Background: an optimization exercise with open tools, aiming at small area, a short achievable clock period and few clock cycles. Do not read the settings as production practice.
Only simulation tests tie the RTL to the original design; equivalence was not proved.
No activity file was given, so power comes from the tool's default toggle rates.

==> config.mk <==
export PLATFORM = sky130hd
export DESIGN_NAME = lst_stamp_unit
export DESIGN_NICKNAME = lst_stamp_unit
export VERILOG_FILES = /design/flow/design.v
export SDC_FILE = /design/flow/constraint.sdc
export NUM_CORES = 4
export LEC_CHECK = 0
export CAP_MARGIN = 20
export CORE_MARGIN = 2
export CORE_UTILIZATION = 40
export SLEW_MARGIN = 20
==> constraint.sdc <==
create_clock -name core_clock -period 15.0 [get_ports {clk}]
set_input_delay 3.0000 -clock core_clock [delete_from_list [all_inputs] [get_ports {clk}]]
set_output_delay 3.0000 -clock core_clock [all_outputs]
set_load 0.01 [all_outputs]
==> design.v <==
module lst_stamp_unit (
    input  wire        clk,
    input  wire        rst,
    input  wire        start,
    output wire        ready,
    input  wire [63:0] p0_i,
    input  wire [15:0] pass_i,
    input  wire [31:0] v_i,
    input  wire [47:0] t0_i,
    input  wire [47:0] tpp_i,
    input  wire [15:0] alpha_i,
    input  wire [15:0] beta_i,
    input  wire [31:0] vlo_i,
    input  wire [31:0] vhi_i,
    input  wire [31:0] gate_i,
    input  wire [47:0] ts_i,
    input  wire [15:0] zpass_i,
    input  wire [47:0] zfine_i,
    output wire        done,
    output reg         accept,
    output reg  [1:0]  reason,
    output reg         clamp,
    output wire [63:0] p0_o,
    output wire [15:0] pass_o,
    output wire [31:0] v_o,
    output wire [47:0] t0_o,
    output wire [31:0] resid_o,
    output reg         resid_upd
);
    localparam integer S_IDLE  = 0,
                       S_DT    = 1,
                       S_MUL1  = 2,
                       S_PADD  = 3,
                       S_DIV1  = 4,
                       S_RES1A = 5,
                       S_RES1B = 6,
                       S_MUL2  = 7,
                       S_DIV2  = 8,
                       S_VUP1  = 9,
                       S_VUP2  = 10,
                       S_DONE  = 11;
    localparam [1:0] R_OK = 2'd0, R_DT = 2'd1, R_PASS = 2'd2, R_GATE = 2'd3;
    reg [11:0] st;       
    reg [63:0] P0;
    reg [15:0] PASS;
    reg [31:0] V;
    reg [47:0] T0;
    reg [64:0] D;        
    reg [15:0] ALPHA;
    reg [15:0] BETA;
    reg [31:0] VLO;
    reg [31:0] VHI;
    reg [31:0] GATE;     
    reg [47:0] TS;
    reg [15:0] ZP;       
    reg [47:0] ZF;       
    reg [1:0]  RX;       
    reg [47:0] DT;       
    reg [80:0] P;        
    reg [15:0] Q;        
    reg [47:0] ACCB;     
    reg [5:0]  cnt;
    reg        up;       
    reg        bph;      
    reg [1:0]  rsn;      
    reg        dp_p1q, dp_m1q;
    reg        rneg;
    reg        nhi, nlo;     
    reg [5:0]  khi, klo;     
    reg        vsat;         
    reg        divdone;
    reg        d2first;      
    reg        pfdone;
    wire s_idle = st[S_IDLE],  s_dt   = st[S_DT],    s_mul1 = st[S_MUL1];
    wire s_padd = st[S_PADD],  s_div1 = st[S_DIV1],  s_r1a  = st[S_RES1A];
    wire s_r1b  = st[S_RES1B], s_mul2 = st[S_MUL2],  s_div2 = st[S_DIV2];
    wire s_vup1 = st[S_VUP1],  s_vup2 = st[S_VUP2],  s_done = st[S_DONE];
    assign ready   = s_idle | s_done;
    assign done    = s_done;
    assign p0_o    = P0;
    assign pass_o  = PASS;
    assign v_o     = V;
    assign t0_o    = T0;
    assign resid_o = GATE;
    wire [63:0] M    = {D[47:0], 16'd0};
    wire [65:0] rr   = {RX, ZP, ZF};
    wire [81:0] rx   = {{16{rr[65]}}, rr};
    wire [5:0]  kb   = rneg ? klo : khi;
    wire        bneg = rneg ? nlo : nhi;
    wire        d2g  = s_div2 & d2first;      
    wire        d2p  = s_div2 & ~d2first;     
    wire        a_ps   = s_padd | s_div1 | s_mul2 | d2p;    
    wire        a_pt   = (s_mul2 | d2p) & P[80];            
    wire        m_sel  = (s_r1b & (dp_p1q | dp_m1q)) | d2p;
    wire        m_inv  = (s_r1b & dp_m1q) | (d2p & ~P[65]);
    wire        r_sel  = (s_mul2 & ALPHA[0]) | d2g;
    wire        r_inv  = d2g & ~rneg;
    wire [81:0] ax = ({82{s_mul1}} & {P, 1'b0})
                   | ({82{a_ps}}   & {a_pt, P})
                   | ({82{s_r1a}}  & {18'd0, ZF, 16'd0})
                   | ({82{s_r1b}}  & rx)
                   | ({82{d2g}}    & {34'd0, GATE, 16'd0})
                   | ({82{s_vup2}} & {{48{ACCB[33]}}, ACCB[33:0]});
    wire [81:0] ay = ({82{s_mul1 & DT[47]}} & {50'd0, V})
                   | ({82{s_padd}} & {18'd0, P0})
                   | ({82{s_div1}} & ~{1'b0, D, 16'd0})
                   | ({82{s_r1a}}  & ~{18'd0, P[63:0]})
                   | ({82{m_sel}}  & ({18'd0, M} ^ {82{m_inv}}))
                   | ({82{r_sel}}  & (rx ^ {82{r_inv}}))
                   | ({82{s_vup2}} & ~{50'd0, VLO});
    wire        ac = s_div1 | s_r1a | m_inv | r_inv | s_vup2;
    wire [81:0] sa = ax + ay + {81'd0, ac};
    wire        a_neg = sa[81];
    wire        b_hi   = s_mul1 & ~bph;
    wire        b_lo   = s_mul1 & bph;
    wire        b_sel  = s_mul2 & BETA[0];
    wire [48:0] bx = ({49{s_dt}}          & {1'b0, TS})
                   | ({49{b_hi | s_vup2}} & {17'd0, VHI})
                   | ({49{b_lo | s_vup1}} & {17'd0, V})
                   | ({49{s_mul2}}        & {1'b0, ACCB})
                   | ({49{d2g}}           & {33'd0, ACCB[47:32]})
                   | ({49{d2p}}           & {ZF, ACCB[47]});
    wire [48:0] by = ({49{s_dt}}   & ~{1'b0, T0})
                   | ({49{b_hi}}   & ~{17'd0, V})
                   | ({49{b_lo}}   & ~{17'd0, VLO})
                   | ({49{b_sel}}  & {1'b0, ZF ^ {48{rneg}}})
                   | ({49{s_div2}} & ~{1'b0, DT})
                   | ({49{s_vup1}} & ({17'd0, ACCB[31:0]} ^ {49{rneg}}))
                   | ({49{s_vup2}} & ~{{15{ACCB[33]}}, ACCB[33:0]});
    wire        bc = s_dt | s_mul1 | (b_sel & rneg) | s_div2 | (s_vup1 & rneg) | s_vup2;
    wire [48:0] sb = bx + by + {48'd0, bc};
    wire        b_neg = sb[48];
    wire [47:0] dt_new  = sb[47:0];
    wire        dt_bad  = (dt_new == 48'd0) || dt_new[47];
    wire        dt_short = (dt_new[47:15] == 33'd0);
    wire [15:0] pass_pred = PASS + Q;
    wire [15:0] dpass     = ZP - pass_pred;
    wire        dp_p1     = (dpass == 16'h0001);
    wire        dp_m1     = (dpass == 16'hFFFF);
    wire        dp_ok     = dp_p1 || dp_m1 || (dpass == 16'h0000);
    wire [49:0] r_tick  = rr[65:16];
    wire        r_hi    = ~r_tick[49] && (r_tick[48:31] != 18'd0);
    wire        r_lo    = r_tick[49] && ((r_tick[48:31] != {18{1'b1}}) || (r_tick[30:0] == 31'd0));
    wire [31:0] resid_sat = r_hi ? 32'h7FFF_FFFF : (r_lo ? 32'h8000_0001 : r_tick[31:0]);
    reg  [5:0]  bnd_len;
    integer j;
    always @(*) begin
        bnd_len = 6'd0;
        for (j = 0; j < 32; j = j + 1)
            if (sb[j]) bnd_len = j + 1;
    end
    wire        dv_upgo  = s_div1 & up & ~a_neg;             
    wire        dv_turn  = s_div1 & up & a_neg & (cnt != 6'd0);
    wire        dv_step  = s_div1 & ~up;
    wire        dv_end   = s_div1 & (cnt == 6'd0) & (~up | a_neg);
    wire        q_bit   = ~b_neg;
    wire        dv2_on  = d2p & ~divdone & ~bneg;
    wire        skip8   = dv2_on & (cnt >= 6'd23) & ({ZF, ACCB[47:40]} < {8'd0, DT});
    wire        dstep   = dv2_on & ~skip8;
    wire        dsat    = (d2g & ~bneg & q_bit) | (dstep & q_bit & (cnt >= kb));
    wire        div_end = divdone | bneg | (dstep & (q_bit & (cnt >= kb) | (cnt == 6'd0)));
    wire        pf_take = d2p & ~pfdone & (P[65] | ~a_neg);
    wire        vclamp  = bneg | vsat;
    wire [31:0] v_new   = vclamp ? (rneg ? VLO : VHI) :
                          a_neg  ? VLO :
                          b_neg  ? VHI : ACCB[31:0];
    wire        acc_ok  = (rsn == R_OK);
    wire go = ready & start;
    always @(posedge clk) begin
        if (rst) begin
            st <= 12'd1;
        end else begin
            st[S_IDLE]  <= ready & ~start;
            st[S_DT]    <= go;
            st[S_MUL1]  <= s_dt | (s_mul1 & (cnt != 6'd47));
            st[S_PADD]  <= s_mul1 & (cnt == 6'd47);
            st[S_DIV1]  <= s_padd | (s_div1 & ~dv_end);
            st[S_RES1A] <= dv_end;
            st[S_RES1B] <= s_r1a;
            st[S_MUL2]  <= s_r1b | (s_mul2 & (cnt != 6'd15));
            st[S_DIV2]  <= (s_mul2 & (cnt == 6'd15)) | (s_div2 & (d2first | ~div_end));
            st[S_VUP1]  <= d2p & div_end;
            st[S_VUP2]  <= s_vup1;
            st[S_DONE]  <= s_vup2;
        end
    end
    always @(posedge clk) begin
        if (go) begin
            P0    <= p0_i;
            PASS  <= pass_i;
            V     <= v_i;
            T0    <= t0_i;
            ALPHA <= alpha_i;
            BETA  <= beta_i;
            VLO   <= vlo_i;
            VHI   <= vhi_i;
            TS    <= ts_i;
        end else if (s_vup2 & acc_ok) begin
            P0    <= P[63:0];
            PASS  <= Q;
            V     <= v_new;
            T0    <= TS;
        end else if (s_mul2) begin
            ALPHA <= {1'b0, ALPHA[15:1]};
            BETA  <= {1'b0, BETA[15:1]};
        end
        if (go)
            D <= {17'd0, tpp_i};
        else if (dv_upgo)
            D <= {D[63:0], 1'b0};
        else if (dv_turn | (dv_step & (cnt != 6'd0)))
            D <= {1'b0, D[64:1]};
        if (go)
            GATE <= gate_i;
        else if (d2g)
            GATE <= resid_sat;
        else if (s_vup2 & (rsn == R_DT))
            GATE <= 32'd0;
        else if (s_vup2 & (rsn == R_PASS))
            GATE <= 32'h8000_0000;
        if (go) begin
            {RX, ZP, ZF} <= {2'd0, zpass_i, zfine_i};
        end else if (s_r1a | s_r1b) begin
            {RX, ZP, ZF} <= sa[65:0];
        end else if (d2g & ~bneg) begin
            ZF <= {32'd0, ACCB[47:32]};
        end else if (skip8) begin
            ZF <= {ZF[39:0], ACCB[47:40]};
        end else if (dstep) begin
            ZF <= q_bit ? sb[47:0] : {ZF[46:0], ACCB[47]};
        end
        if (s_dt)
            DT <= dt_short ? {dt_new[14:0], 33'd0} : dt_new;
        else if (s_mul1)
            DT <= {DT[46:0], DT[47]};
        if (s_dt)
            P <= 81'd0;
        else if (s_mul1 | s_padd | (dv_step & ~a_neg) | pf_take)
            P <= sa[80:0];
        else if (s_r1a)
            P <= {1'b0, P[63:0], 16'd0};
        else if (s_mul2)
            P <= sa[81:1];
        if (s_dt)
            Q <= 16'd0;
        else if (dv_step)
            Q <= {Q[14:0], ~a_neg};
        else if (s_r1a)
            Q <= pass_pred;
        else if (pf_take)
            Q <= P[65] ? Q - 16'd1 : Q + 16'd1;
        if (s_r1b)
            ACCB <= 48'd0;
        else if (s_mul2)
            ACCB <= sb[48:1];
        else if (d2g & ~bneg)
            ACCB <= {ACCB[31:0], 16'd0};
        else if (skip8)
            ACCB <= {ACCB[39:0], 8'd0};
        else if (dstep)
            ACCB <= {ACCB[46:0], q_bit};
        else if (s_vup1)
            ACCB <= {14'd0, sb[33:0]};
        if (s_dt)
            cnt <= dt_short ? 6'd33 : 6'd0;
        else if (s_mul1)
            cnt <= cnt + 6'd1;
        else if (s_padd | s_r1b)
            cnt <= 6'd0;
        else if (dv_upgo | s_mul2)
            cnt <= (s_mul2 & (cnt == 6'd15)) ? 6'd31 : cnt + 6'd1;
        else if (dv_turn | dv_step)
            cnt <= cnt - 6'd1;
        else if (skip8)
            cnt <= cnt - 6'd8;
        else if (dstep)
            cnt <= cnt - 6'd1;
        if (s_dt) begin
            rsn <= dt_bad ? R_DT : R_OK;
            bph <= 1'b0;
        end
        if (s_mul1 & ~bph) begin
            nhi <= b_neg;
            khi <= bnd_len;
            bph <= 1'b1;
        end
        if (b_lo) begin
            nlo <= b_neg;
            klo <= bnd_len;
        end
        if (s_padd)
            up <= 1'b1;
        if (dv_turn)
            up <= 1'b0;
        if (s_r1a) begin
            dp_p1q <= dp_p1;
            dp_m1q <= dp_m1;
            if (acc_ok & ~dp_ok)
                rsn <= R_PASS;
        end
        if (s_r1b)
            rneg <= sa[65];
        if (s_mul2) begin
            d2first <= 1'b1;
            divdone <= 1'b0;
            vsat    <= 1'b0;
            pfdone  <= 1'b0;
        end
        if (s_div2) begin
            d2first <= 1'b0;
            if (d2p)
                pfdone <= 1'b1;
            if (d2g & acc_ok & a_neg)
                rsn <= R_GATE;
            if (d2g & bneg)
                divdone <= 1'b1;
            if (dsat) begin
                vsat    <= 1'b1;
                divdone <= 1'b1;
            end
            if (dstep & (cnt == 6'd0))
                divdone <= 1'b1;
        end
        if (s_vup2) begin
            accept    <= acc_ok;
            reason    <= rsn;
            resid_upd <= (rsn != R_DT);
            clamp     <= acc_ok & (vclamp | a_neg | b_neg);
        end
    end
endmodule
==> run.sh <==
#!/bin/bash
# synth_recipe.tcl (not shown) runs the flow's synth.tcl, then flattens the netlist and writes it again
# the make line also repeats each setting of config.mk as NAME=value (left out here)
make -C /OpenROAD-flow-scripts/flow DESIGN_CONFIG=/design/flow/config.mk WORK_HOME=/design/flow/orfs CLKGATE_MAP_FILE= SYNTH_SCRIPT=/design/flow/synth_recipe.tcl finish
==> results of run 1 <==
==> sequential cells by signal, summed over array words and instances (netlist names), 48 cells and up <==
register  cells
DT           48
P            81
D            65
ACCB         48
T0           48
TS           48
ZF           48
P0           64
==> cells in the final DEF (no fill, tap or decap), drive strengths merged, types with 129 or more instances in the layout <==
cell	netlist	final
nand2	1272	1272
clkdlybuf4s50	0	649
edfxtp	524	524
nor2	510	510
o21ai	451	451
a21oi	397	397
ha	228	228
inv	200	203
dfxtp	184	184
buf	70	159
nand3	140	140
mux2i	129	129
==> final timing paths <==
path / startpoint / end / slack (ps) / cells after the start
worst max-delay path: st[2] / DT[7] / 6380 / 20
worst min-delay path: pfdone / pfdone / 480 / 2
worst max register to register: st[2] / DT[7] / 6380 / 20
worst min register to register: pfdone / pfdone / 480 / 2
==> cell families after synthesis <==
kind of cell,count (synthesis),share of synthesized area
muxes,156,0.0301
adders and majority gates,235,0.0564
xor gates and xnor gates,189,0.0314
AOI/OAI and AO/OA,2060,0.271
and+or+nand+nor,2341,0.189
buffers and inverters,766,0.0554
DFF,708,0.366
==> routing by layer <==
metal  vias to the layer above  routed length (um)  GRT usage
met1                     28900              119000      0.583
met2                      5188              126000      0.626
met4                        28               22700      0.248
met5                         -                 494     0.0175
met3                      1091               46800      0.167
li1                      24800                   -          -
==> power groups by stage <==
stage	registers, W	logic (W)	clock network (W)
finish	0.00281	0.00180	0.00232
detailed placement	0.00280	0.00170	0
global placement	0.00280	0.00169	0
CTS	0.00276	0.00171	0.00232
global route	0.00278	0.00185	0.00239
floorplan	0.00249	0.000959	0
==> cell type report <==
class	count	area (um2)	area share
Multi-Input combinational cell	4981	30800	0.481
Sequential cell	708	19400	0.304
Inverter	202	767	0.0120
Timing Repair Buffer	808	7710	0.120
Tap cell	1755	2200	0.0343
Clock inverter	64	703	0.0110
Clock buffer	106	2360	0.0369
Antenna cell	14	35.0	0.000547
==> worst register-to-register path, delay by kind of cell, from the launching register on <==
family,cells,cell delay [ps]
simple gates,7,3660
compound gates,7,2000
fa+ha+maj,2,650
xor+xnor,1,140
buf+inv,3,1230
flops,1,680
==> stage by stage <==
stage	total power (W)	utilization
floorplan	0.00345	-
CTS	0.00678	0.487
global route	0.00702	0.487
finish	0.00693	0.487
detailed placement	0.00449	0.464
global placement	0.00449	0.464
==> metrics.csv, run 1 <==
metric,value,unit
Layout area overhead,20.8,%
Int Pwr,0.00428,W
Finish-stage setup viols,0,
Die Y-Extent,368,um
post-synth net total,7141,
"IR drop worst, VDD",0.0894,mV
Min-Delay Path Class,register to register,
Fillers,12700,
fin cells,8638,
max frequency,116,MHz
Post-synth top cells,"1272 x nand2_1, 524 x edfxtp_1, 510 x nor2_1, 494 x clkbuf_1, 421 x o21ai_0",
"Avg Cell Area, Syn",8.21,um2
clock network fraction of total power,0.335,
DR vias/cell,6.95,
final setup TNS,0,ps
layout cell share with drive strength beyond 1,0.0697,
total CTS buffers,90,
number of flops mapped to enable cells by yosys,524,
Worst Skew,50.4,ps
NetSw,0.00266,W
Ys Warns,1,
Worst EP arrival,9070,ps
"CTS clk-pin slew, worst paths",60,ps
# clock sinks,708,
first-pass GRT wire length,432000,um
Pre-Repair DR Iteration Count,11,
CTS resizes,0,
ys async rst share,0,
total core area,131000,um2
Mapped Area,53000,um2
NumNets Final,7477,
kind of end point of the critical path,register,
clk latency of the worst-skew pair,770,ps
Clk Tree Root Cell,clkbuf_16,
final instance area,64100,um2
register area share after synthesis,0.366,
initial DRC count,10700,
WP buf/inv,3,
die area,135000,um2
Slew HR,0.175,
Slowest Stage Delay on Critical Path,880,ps
Post-CTS Setup Inserts,0,
post-synthesis cell count,6455,
Initial Utilization,0.403,
Min Hold Slack,484,ps
DRC Markers,0,
placed wire-length estimate,237000,um
status,timing/DRC/antenna clean,
Post-synth top flop,edfxtp_1,
crit path max-delay cell type,nor2b_1,
fin crit period,8620,ps
Final WS setup,6380,ps
Setup crit start kind,register,
combinational power share,0.259,
max-cap violation count,0,
LEAKAGE,24.9,nW
wire length per cell,36.5,um
pins over their slew limit,0,
largest net degree at the start of global routing,179,
period utilization,0.574,
CP Max Fanout,49,
die width,368,um
# rows,133,
Area contributors post-synth,"edfxtp_1 30%, nand2_1 9.0%, dfxtp_1 6.9%",
"delay-heaviest family, CP",simple AND/OR/NAND/NOR gates,
DRT antenna net count,0,
worst slew pin tran,1240,ps
P per Cell Area,108,nW/um2
top-level I/O count,650,
Crit Path Class,register to register,
Sw Ratio,0.384,
gpl congestion,1.08,
Tot GR Track Use,0.445,
pre-CTS setup slack,6780,ps
placed cells,8454,
Yosys top cell by area,edfxtp_1,
hold buffer count at CTS,0,
post-synth top area share,0.297,
grt ovf,0,
Port Buffers,649,
DR vias,60100,
#FFs+latches synth,708,
maximum level of the CTS H-tree,3,
most common cell in the netlist,nand2_1,
number of global-route vias before repair,55000,
WP data required,15460,ps
CP cell instances,buf_4 > nor2b_1 > or2_2 > nand2_1 > o211ai_1 > fa_1 > fa_1 > a21oi_2 > o211a_1 > or3_4 > a31oi_1 > a21oi_1 > o31a_1 > xnor2_1 > buf_4 > nor4_1 > nand3_1 > nor3_4 > buf_4 > a211oi_1,
initial antenna violation count,31,
Yosys cell types,97,
Post-Place Cell Area,61000,um2
Critical Path Most Common Cell,buf_4,
final hold vios,0,
Flop pwr share,0.406,
RSZ-0062 raised after global routing,false,
Routed WL,316000,um
CTS tree,built,
clock buffer depth,3,
Testbench counts, summed over its fixed seeds: cycles 173,921.
==> inputs of run 2 (changes only) <==
--- a/design.v
+++ b/design.v
@@ -35,12 +35,14 @@
                        S_RES1A = 5,
                        S_RES1B = 6,
                        S_MUL2  = 7,
-                       S_DIV2  = 8,
-                       S_VUP1  = 9,
-                       S_VUP2  = 10,
-                       S_DONE  = 11;
+                       S_D2G   = 8,      
+                       S_D2P   = 9,      
+                       S_VUP1  = 10,
+                       S_VUP2  = 11,
+                       S_DONE  = 12;
     localparam [1:0] R_OK = 2'd0, R_DT = 2'd1, R_PASS = 2'd2, R_GATE = 2'd3;
-    reg [11:0] st;       
+    reg [12:0] st;       
+    reg [12:0] nst;
     reg [63:0] P0;
     reg [15:0] PASS;
     reg [31:0] V;
@@ -51,7 +53,6 @@
     reg [31:0] VLO;
     reg [31:0] VHI;
     reg [31:0] GATE;     
-    reg [47:0] TS;
     reg [15:0] ZP;       
     reg [47:0] ZF;       
     reg [1:0]  RX;       
@@ -61,20 +62,21 @@
     reg [47:0] ACCB;     
     reg [5:0]  cnt;
     reg        up;       
-    reg        bph;      
     reg [1:0]  rsn;      
-    reg        dp_p1q, dp_m1q;
     reg        rneg;
     reg        nhi, nlo;     
     reg [5:0]  khi, klo;     
     reg        vsat;         
     reg        divdone;
-    reg        d2first;      
     reg        pfdone;
+    reg        f_aps, f_asg, f_yv, f_msel, f_minv, f_rsel, f_rinv, f_ac;
+    reg        f_bhi, f_blo, f_bsel;
     wire s_idle = st[S_IDLE],  s_dt   = st[S_DT],    s_mul1 = st[S_MUL1];
     wire s_padd = st[S_PADD],  s_div1 = st[S_DIV1],  s_r1a  = st[S_RES1A];
-    wire s_r1b  = st[S_RES1B], s_mul2 = st[S_MUL2],  s_div2 = st[S_DIV2];
-    wire s_vup1 = st[S_VUP1],  s_vup2 = st[S_VUP2],  s_done = st[S_DONE];
+    wire s_r1b  = st[S_RES1B], s_mul2 = st[S_MUL2],  d2g    = st[S_D2G];
+    wire d2p    = st[S_D2P],   s_vup1 = st[S_VUP1],  s_vup2 = st[S_VUP2];
+    wire s_done = st[S_DONE];
+    wire s_div2 = d2g | d2p;
     assign ready   = s_idle | s_done;
     assign done    = s_done;
     assign p0_o    = P0;
@@ -87,34 +89,34 @@
     wire [81:0] rx   = {{16{rr[65]}}, rr};
     wire [5:0]  kb   = rneg ? klo : khi;
     wire        bneg = rneg ? nlo : nhi;
-    wire        d2g  = s_div2 & d2first;      
-    wire        d2p  = s_div2 & ~d2first;     
-    wire        a_ps   = s_padd | s_div1 | s_mul2 | d2p;    
-    wire        a_pt   = (s_mul2 | d2p) & P[80];            
-    wire        m_sel  = (s_r1b & (dp_p1q | dp_m1q)) | d2p;
-    wire        m_inv  = (s_r1b & dp_m1q) | (d2p & ~P[65]);
-    wire        r_sel  = (s_mul2 & ALPHA[0]) | d2g;
-    wire        r_inv  = d2g & ~rneg;
+    wire        a_ps   = f_aps;                  
+    wire        a_pt   = f_asg & P[80];          
+    wire        m_sel  = f_msel;
+    wire        m_inv  = f_minv;
+    wire        r_sel  = f_rsel;
+    wire        r_inv  = f_rinv;
     wire [81:0] ax = ({82{s_mul1}} & {P, 1'b0})
                    | ({82{a_ps}}   & {a_pt, P})
                    | ({82{s_r1a}}  & {18'd0, ZF, 16'd0})
                    | ({82{s_r1b}}  & rx)
                    | ({82{d2g}}    & {34'd0, GATE, 16'd0})
-                   | ({82{s_vup2}} & {{48{ACCB[33]}}, ACCB[33:0]});
-    wire [81:0] ay = ({82{s_mul1 & DT[47]}} & {50'd0, V})
+                   | ({82{s_vup2}} & {{48{ACCB[33]}}, ACCB[33:0]})
+                   | ({82{s_vup1}} & {34'd0, T0});
+    wire [81:0] ay = ({82{f_yv}}   & {50'd0, V})
                    | ({82{s_padd}} & {18'd0, P0})
                    | ({82{s_div1}} & ~{1'b0, D, 16'd0})
                    | ({82{s_r1a}}  & ~{18'd0, P[63:0]})
                    | ({82{m_sel}}  & ({18'd0, M} ^ {82{m_inv}}))
                    | ({82{r_sel}}  & (rx ^ {82{r_inv}}))
-                   | ({82{s_vup2}} & ~{50'd0, VLO});
-    wire        ac = s_div1 | s_r1a | m_inv | r_inv | s_vup2;
+                   | ({82{s_vup2}} & ~{50'd0, VLO})
+                   | ({82{s_vup1}} & {34'd0, DT});
+    wire        ac = f_ac;
     wire [81:0] sa = ax + ay + {81'd0, ac};
     wire        a_neg = sa[81];
-    wire        b_hi   = s_mul1 & ~bph;
-    wire        b_lo   = s_mul1 & bph;
-    wire        b_sel  = s_mul2 & BETA[0];
-    wire [48:0] bx = ({49{s_dt}}          & {1'b0, TS})
+    wire        b_hi   = f_bhi;
+    wire        b_lo   = f_blo;
+    wire        b_sel  = f_bsel;
+    wire [48:0] bx = ({49{s_dt}}          & {1'b0, DT})
                    | ({49{b_hi | s_vup2}} & {17'd0, VHI})
                    | ({49{b_lo | s_vup1}} & {17'd0, V})
                    | ({49{s_mul2}}        & {1'b0, ACCB})
@@ -166,23 +168,41 @@
                           b_neg  ? VHI : ACCB[31:0];
     wire        acc_ok  = (rsn == R_OK);
     wire go = ready & start;
+    always @(*) begin
+        nst          = 13'd0;
+        nst[S_IDLE]  = ready & ~start;
+        nst[S_DT]    = go;
+        nst[S_MUL1]  = s_dt | (s_mul1 & (cnt != 6'd47));
+        nst[S_PADD]  = s_mul1 & (cnt == 6'd47);
+        nst[S_DIV1]  = s_padd | (s_div1 & ~dv_end);
+        nst[S_RES1A] = dv_end;
+        nst[S_RES1B] = s_r1a;
+        nst[S_MUL2]  = s_r1b | (s_mul2 & (cnt != 6'd15));
+        nst[S_D2G]   = s_mul2 & (cnt == 6'd15);
+        nst[S_D2P]   = d2g | (d2p & ~div_end);
+        nst[S_VUP1]  = d2p & div_end;
+        nst[S_VUP2]  = s_vup1;
+        nst[S_DONE]  = s_vup2;
+    end
+    wire dt_first = dt_short ? dt_new[14] : dt_new[47];
+    wire n_minv   = (s_r1a & dp_m1) | (d2g & ~P[65]);
+    wire n_rinv   = nst[S_D2G] & ~rneg;
     always @(posedge clk) begin
-        if (rst) begin
-            st <= 12'd1;
-        end else begin
-            st[S_IDLE]  <= ready & ~start;
-            st[S_DT]    <= go;
-            st[S_MUL1]  <= s_dt | (s_mul1 & (cnt != 6'd47));
-            st[S_PADD]  <= s_mul1 & (cnt == 6'd47);
-            st[S_DIV1]  <= s_padd | (s_div1 & ~dv_end);
-            st[S_RES1A] <= dv_end;
-            st[S_RES1B] <= s_r1a;
-            st[S_MUL2]  <= s_r1b | (s_mul2 & (cnt != 6'd15));
-            st[S_DIV2]  <= (s_mul2 & (cnt == 6'd15)) | (s_div2 & (d2first | ~div_end));
-            st[S_VUP1]  <= d2p & div_end;
-            st[S_VUP2]  <= s_vup1;
-            st[S_DONE]  <= s_vup2;
-        end
+        if (rst)
+            st <= 13'd1;
+        else
+            st <= nst;
+        f_aps  <= nst[S_PADD] | nst[S_DIV1] | nst[S_MUL2] | nst[S_D2P];
+        f_asg  <= nst[S_MUL2] | nst[S_D2P];
+        f_yv   <= (s_dt & dt_first) | (s_mul1 & (cnt != 6'd47) & DT[46]);
+        f_msel <= (s_r1a & (dp_p1 | dp_m1)) | nst[S_D2P];
+        f_minv <= n_minv;
+        f_rsel <= (s_r1b & ALPHA[0]) | (s_mul2 & (cnt != 6'd15) & ALPHA[1]) | nst[S_D2G];
+        f_rinv <= n_rinv;
+        f_ac   <= nst[S_DIV1] | nst[S_RES1A] | n_minv | n_rinv | nst[S_VUP2];
+        f_bhi  <= s_dt;
+        f_blo  <= s_mul1 & (cnt != 6'd47);
+        f_bsel <= (s_r1b & BETA[0]) | (s_mul2 & (cnt != 6'd15) & BETA[1]);
     end
     always @(posedge clk) begin
         if (go) begin
@@ -194,12 +214,10 @@
             BETA  <= beta_i;
             VLO   <= vlo_i;
             VHI   <= vhi_i;
-            TS    <= ts_i;
         end else if (s_vup2 & acc_ok) begin
             P0    <= P[63:0];
             PASS  <= Q;
             V     <= v_new;
-            T0    <= TS;
         end else if (s_mul2) begin
             ALPHA <= {1'b0, ALPHA[15:1]};
             BETA  <= {1'b0, BETA[15:1]};
@@ -229,7 +247,11 @@
         end else if (dstep) begin
             ZF <= q_bit ? sb[47:0] : {ZF[46:0], ACCB[47]};
         end
-        if (s_dt)
+        if (s_vup1 & acc_ok)
+            T0 <= sa[47:0];
+        if (go)
+            DT <= ts_i;
+        else if (s_dt)
             DT <= dt_short ? {dt_new[14:0], 33'd0} : dt_new;
         else if (s_mul1)
             DT <= {DT[46:0], DT[47]};
@@ -275,14 +297,11 @@
             cnt <= cnt - 6'd8;
         else if (dstep)
             cnt <= cnt - 6'd1;
-        if (s_dt) begin
+        if (s_dt)
             rsn <= dt_bad ? R_DT : R_OK;
-            bph <= 1'b0;
-        end
-        if (s_mul1 & ~bph) begin
+        if (b_hi) begin
             nhi <= b_neg;
             khi <= bnd_len;
-            bph <= 1'b1;
         end
         if (b_lo) begin
             nlo <= b_neg;
@@ -293,21 +312,17 @@
         if (dv_turn)
             up <= 1'b0;
         if (s_r1a) begin
-            dp_p1q <= dp_p1;
-            dp_m1q <= dp_m1;
             if (acc_ok & ~dp_ok)
                 rsn <= R_PASS;
         end
         if (s_r1b)
             rneg <= sa[65];
         if (s_mul2) begin
-            d2first <= 1'b1;
             divdone <= 1'b0;
             vsat    <= 1'b0;
             pfdone  <= 1'b0;
         end
         if (s_div2) begin
-            d2first <= 1'b0;
             if (d2p)
                 pfdone <= 1'b1;
             if (d2g & acc_ok & a_neg)
--- a/config.mk
+++ b/config.mk
@@ -5,7 +5,7 @@
 export SDC_FILE = /design/flow/constraint.sdc
 export NUM_CORES = 4
 export LEC_CHECK = 0
-export CAP_MARGIN = 20
+export CAP_MARGIN = 70
 export CORE_MARGIN = 2
 export CORE_UTILIZATION = 40
-export SLEW_MARGIN = 20
+export SLEW_MARGIN = 70
==> run 2 against run 1 <==
Compared with the run above: via count increased by 4.6%; sequential share of layout area decreased by 3.6 points; still clean; global-route usage increased by 4.1 points; fmax increased by 26%; largest cell class unchanged; setup slack improved by 1800 ps; combinational power increased by 25%; sequential power decreased by 2%; area after synthesis decreased by 0.91%; critical path type unchanged.
==> metrics.csv, run 2 <==
metric,value,unit,change
number of global-route vias before repair,57600,,was 55000
Ys Warns,1,,unchanged
kind of end point of the critical path,register,,unchanged
post-synthesis cell count,6640,,was 6455
Worst EP arrival,7380,ps,was 9070 ps
Layout area overhead,29.6,%,was 20.8%
P per Cell Area,106,nW/um2,was 108 nW/um2
fin crit period,6840,ps,was 8620 ps
Largest Register,P,,unchanged
r2r worst-path depth,21,,was 20
status,timing/DRC/antenna clean,,unchanged
placed wire-length estimate,260000,um,was 237000 um
Min-Delay Path Class,register to register,,unchanged
end of the critical path,cnt[5],,was DT[7]
DR vias/cell,6.93,,was 6.95
Post-synth top cells,"1099 x nand2_1, 579 x nor2_1, 557 x a21oi_1, 492 x clkbuf_1, 474 x edfxtp_1",,"was 1272 x nand2_1, 524 x edfxtp_1, 510 x nor2_1, 494 x clkbuf_1, 421 x o21ai_0"
Post-synth top flop,edfxtp_1,,unchanged
max FFs per register,81,,unchanged
# clock sinks,668,,was 708
initial DRC count,11800,,was 10700
pre-CTS setup slack,8390,ps,was 6780 ps
LEAKAGE,26.6,nW,was 24.9 nW
hold buffer count at CTS,0,,unchanged
Yosys cell types,100,,was 97
total core area,130000,um2,was 131000 um2
layout cell share with drive strength beyond 1,0.127,,was 0.0697
r2r setup slk,8160,ps,was 6380 ps
crit path from,rneg,,was st[2]
maximum level of the CTS H-tree,3,,unchanged
pins over their slew limit,0,,unchanged
"commonest non-fill, non-tap cell in the layout",nand2_1,,unchanged
post-synth net total,7326,,was 7141
Tot GR Track Use,0.487,,was 0.445
Slew HR,0.644,,was 0.175
post-synth top area share,0.271,,was 0.297
Finish-stage setup viols,0,,unchanged
Yosys top cell by area,edfxtp_1,,unchanged
die width,366,um,was 368 um
worst slew pin tran,534,ps,was 1240 ps
wire length per cell,37.6,um,was 36.5 um
die area,134000,um2,was 135000 um2
period utilization,0.456,,was 0.574
max frequency,146,MHz,was 116 MHz
Worst Skew,28.8,ps,was 50.4 ps
Die Y-Extent,366,um,was 368 um
max-cap violation count,0,,unchanged
final setup TNS,0,ps,unchanged
"Avg Cell Area, Syn",7.91,um2,was 8.21 um2
NumNets Final,7898,,was 7477
top-level I/O count,650,,unchanged
DR vias,62800,,was 60100
Post-CTS Setup Inserts,0,,unchanged
Total Power,0.00721,W,was 0.00693 W
ys async rst share,0,,unchanged
Initial Utilization,0.404,,was 0.403
CTS tree,built,,unchanged
WP data required,15540,ps,was 15460 ps
"commonest non-fill, non-tap cells in the layout","1083 x nand2_1, 649 x clkdlybuf4s50_1, 554 x nor2_1, 541 x a21oi_1, 474 x edfxtp_1",,"was 1268 x nand2_1, 649 x clkdlybuf4s50_1, 524 x edfxtp_1, 504 x nor2_1, 421 x o21ai_0"
Top Registers,"P (81), D (65), P0 (64)",,unchanged
"CTS clk-pin slew, worst paths",60,ps,about the same
CTS resizes,0,,unchanged
Final Util,0.524,,was 0.487
gpl congestion,1.08,,about the same
clk latency of the worst-skew pair,750,ps,was 770 ps
final hold vios,0,,unchanged
Port Buffers,649,,unchanged
register area share after synthesis,0.345,,was 0.366
initial antenna violation count,44,,was 31
Final WS setup,8160,ps,was 6380 ps
Routed WL,341000,um,was 316000 um
largest net degree at the start of global routing,93,,was 179
Clk Tree Root Cell,clkbuf_16,,unchanged
DRT antenna net count,0,,unchanged
most common cell in the netlist,nand2_1,,unchanged
Area contributors post-synth,"edfxtp_1 27%, nand2_1 7.9%, dfxtp_1 7.4%",,"was edfxtp_1 30%, nand2_1 9.0%, dfxtp_1 6.9%"
RSZ-0062 raised after global routing,false,,unchanged
DRC Markers,0,,unchanged
Pre-Repair DR Iteration Count,10,,was 11
Mapped Area,52500,um2,was 53000 um2
number of flops mapped to enable cells by yosys,474,,was 524
Crit Path Class,register to register,,unchanged
"IR drop worst, VDD",0.0972,mV,was 0.0894 mV
#FFs+latches synth,668,,was 708
total CTS buffers,85,,was 90
grt ovf,0,,unchanged
# rows,132,,was 133
Setup crit start kind,register,,unchanged
first-pass GRT wire length,465000,um,was 432000 um
CP Max Fanout,33,,was 49
r2r endpoint,cnt[5],,was DT[7]
RR Startpoint,rneg,,was st[2]
clock buffer depth,3,,unchanged
## run 2: how the worst min path moves through the flow
stage                     startpoint     end  slack [ps]  cells past startpoint
after floorplan                st[1]   f_bhi         330                      0
after global placement      ALPHA[0]  f_rsel         440                      2
after detailed placement    ALPHA[0]  f_rsel         440                      2
after CTS                   ALPHA[0]  f_rsel         450                      2
after global routing           st[1]   f_bhi         480                      0
final                       ALPHA[0]  f_rsel         440                      2
## run 2: metal layers
metal  GRT usage  wire (um)  up-vias
met3       0.191      48300     1510
met4       0.371      32300       30
met5     0.00783        409        -
met2       0.681     136000     5630
li1            -          -    25700
met1       0.597     124000    29900
## run 2: layout make-up
type                            count  area, um2
Fill cell                       12400      61900
Clock buffer                      105       2300
Timing Repair Buffer             1072      10600
Antenna cell                       31       77.6
Multi-Input combinational cell   5174      33300
Sequential cell                   668      18200
Tap cell                         1742       2180
Inverter                          211        831
Clock inverter                     53        543
## run 2: per-stage QoR
step / cell area, um2 / hold WS [ps] / instances
after floorplan: 52500 / 329 / 6640
after detailed placement: 64400 / 439 / 8830
after CTS: 67200 / 452 / 8988
after global routing: 68000 / 482 / 9027
after global placement: 60600 / 438 / 8632
final: 68100 / 445 / 9056
## run 2: critical path, cell delays in order (launching register included)
cell and delay [ps]:
edfxtp_1 430, buf_6 250, a21oi_2 190, buf_6 340, nor2_1 70, a21oi_1 200, o2111ai_1 190, fa_2 460
fa_2 450, a211oi_1 370, o21ai_2 200, nand4b_1 330, nand2_1 310, a31oi_1 360, xor2_2 330, nor2b_1 300
and4b_1 290, nand2_1 200, or3b_1 430, buf_4 260, and2_1 320, a311oi_1 290
## run 2: kinds of logic after synthesis
group | synth area share
AO/OA/AOI/OAI | 0.277
XOR/XNOR | 0.0531
adder cells (fa/ha/maj) | 0.0570
buffers and inverters | 0.0581
flip-flops | 0.345
multiplexers | 0.0136
AND/OR/NAND/NOR | 0.197
## run 2: where the power goes
group	internal, W	switching [W]	total, W	leakage [nW]
clock network	0.00124	0.000978	0.00221	1.38
registers	0.00224	0.000506	0.00274	6.18
logic	0.000799	0.00145	0.00225	19.1
total	0.00427	0.00293	0.00721	26.6
Testbench counts of run 2, summed over its fixed seeds: cycles 173,921.

==> static timing again, ports no longer ideal <==
No port has a modelled driver above. Below, the same layouts with a new extraction and two added sets of constraints.
Step 1 sets driving cells, clkbuf_16 on the clock port and buf_2 on the other inputs (assumed; they add their load-dependent delay and slew).
Step 2, shift: input delay + t, output delay - t, t = (earliest + latest rising clock arrival at the registers) / 2. This alone moves slack from input paths to output paths.
Three values: no drivers, after step 1, after step 2; two values: the first two.
run | shift t [ns] | setup WS [ns] | worst setup path after step 2
run 1 | 0.830 | 6.384 / 6.384 / 6.384 | register to register
run 2 | 0.831 | 8.158 / 8.158 / 8.158 | register to register
After both steps setup and hold are still met in every run listed.
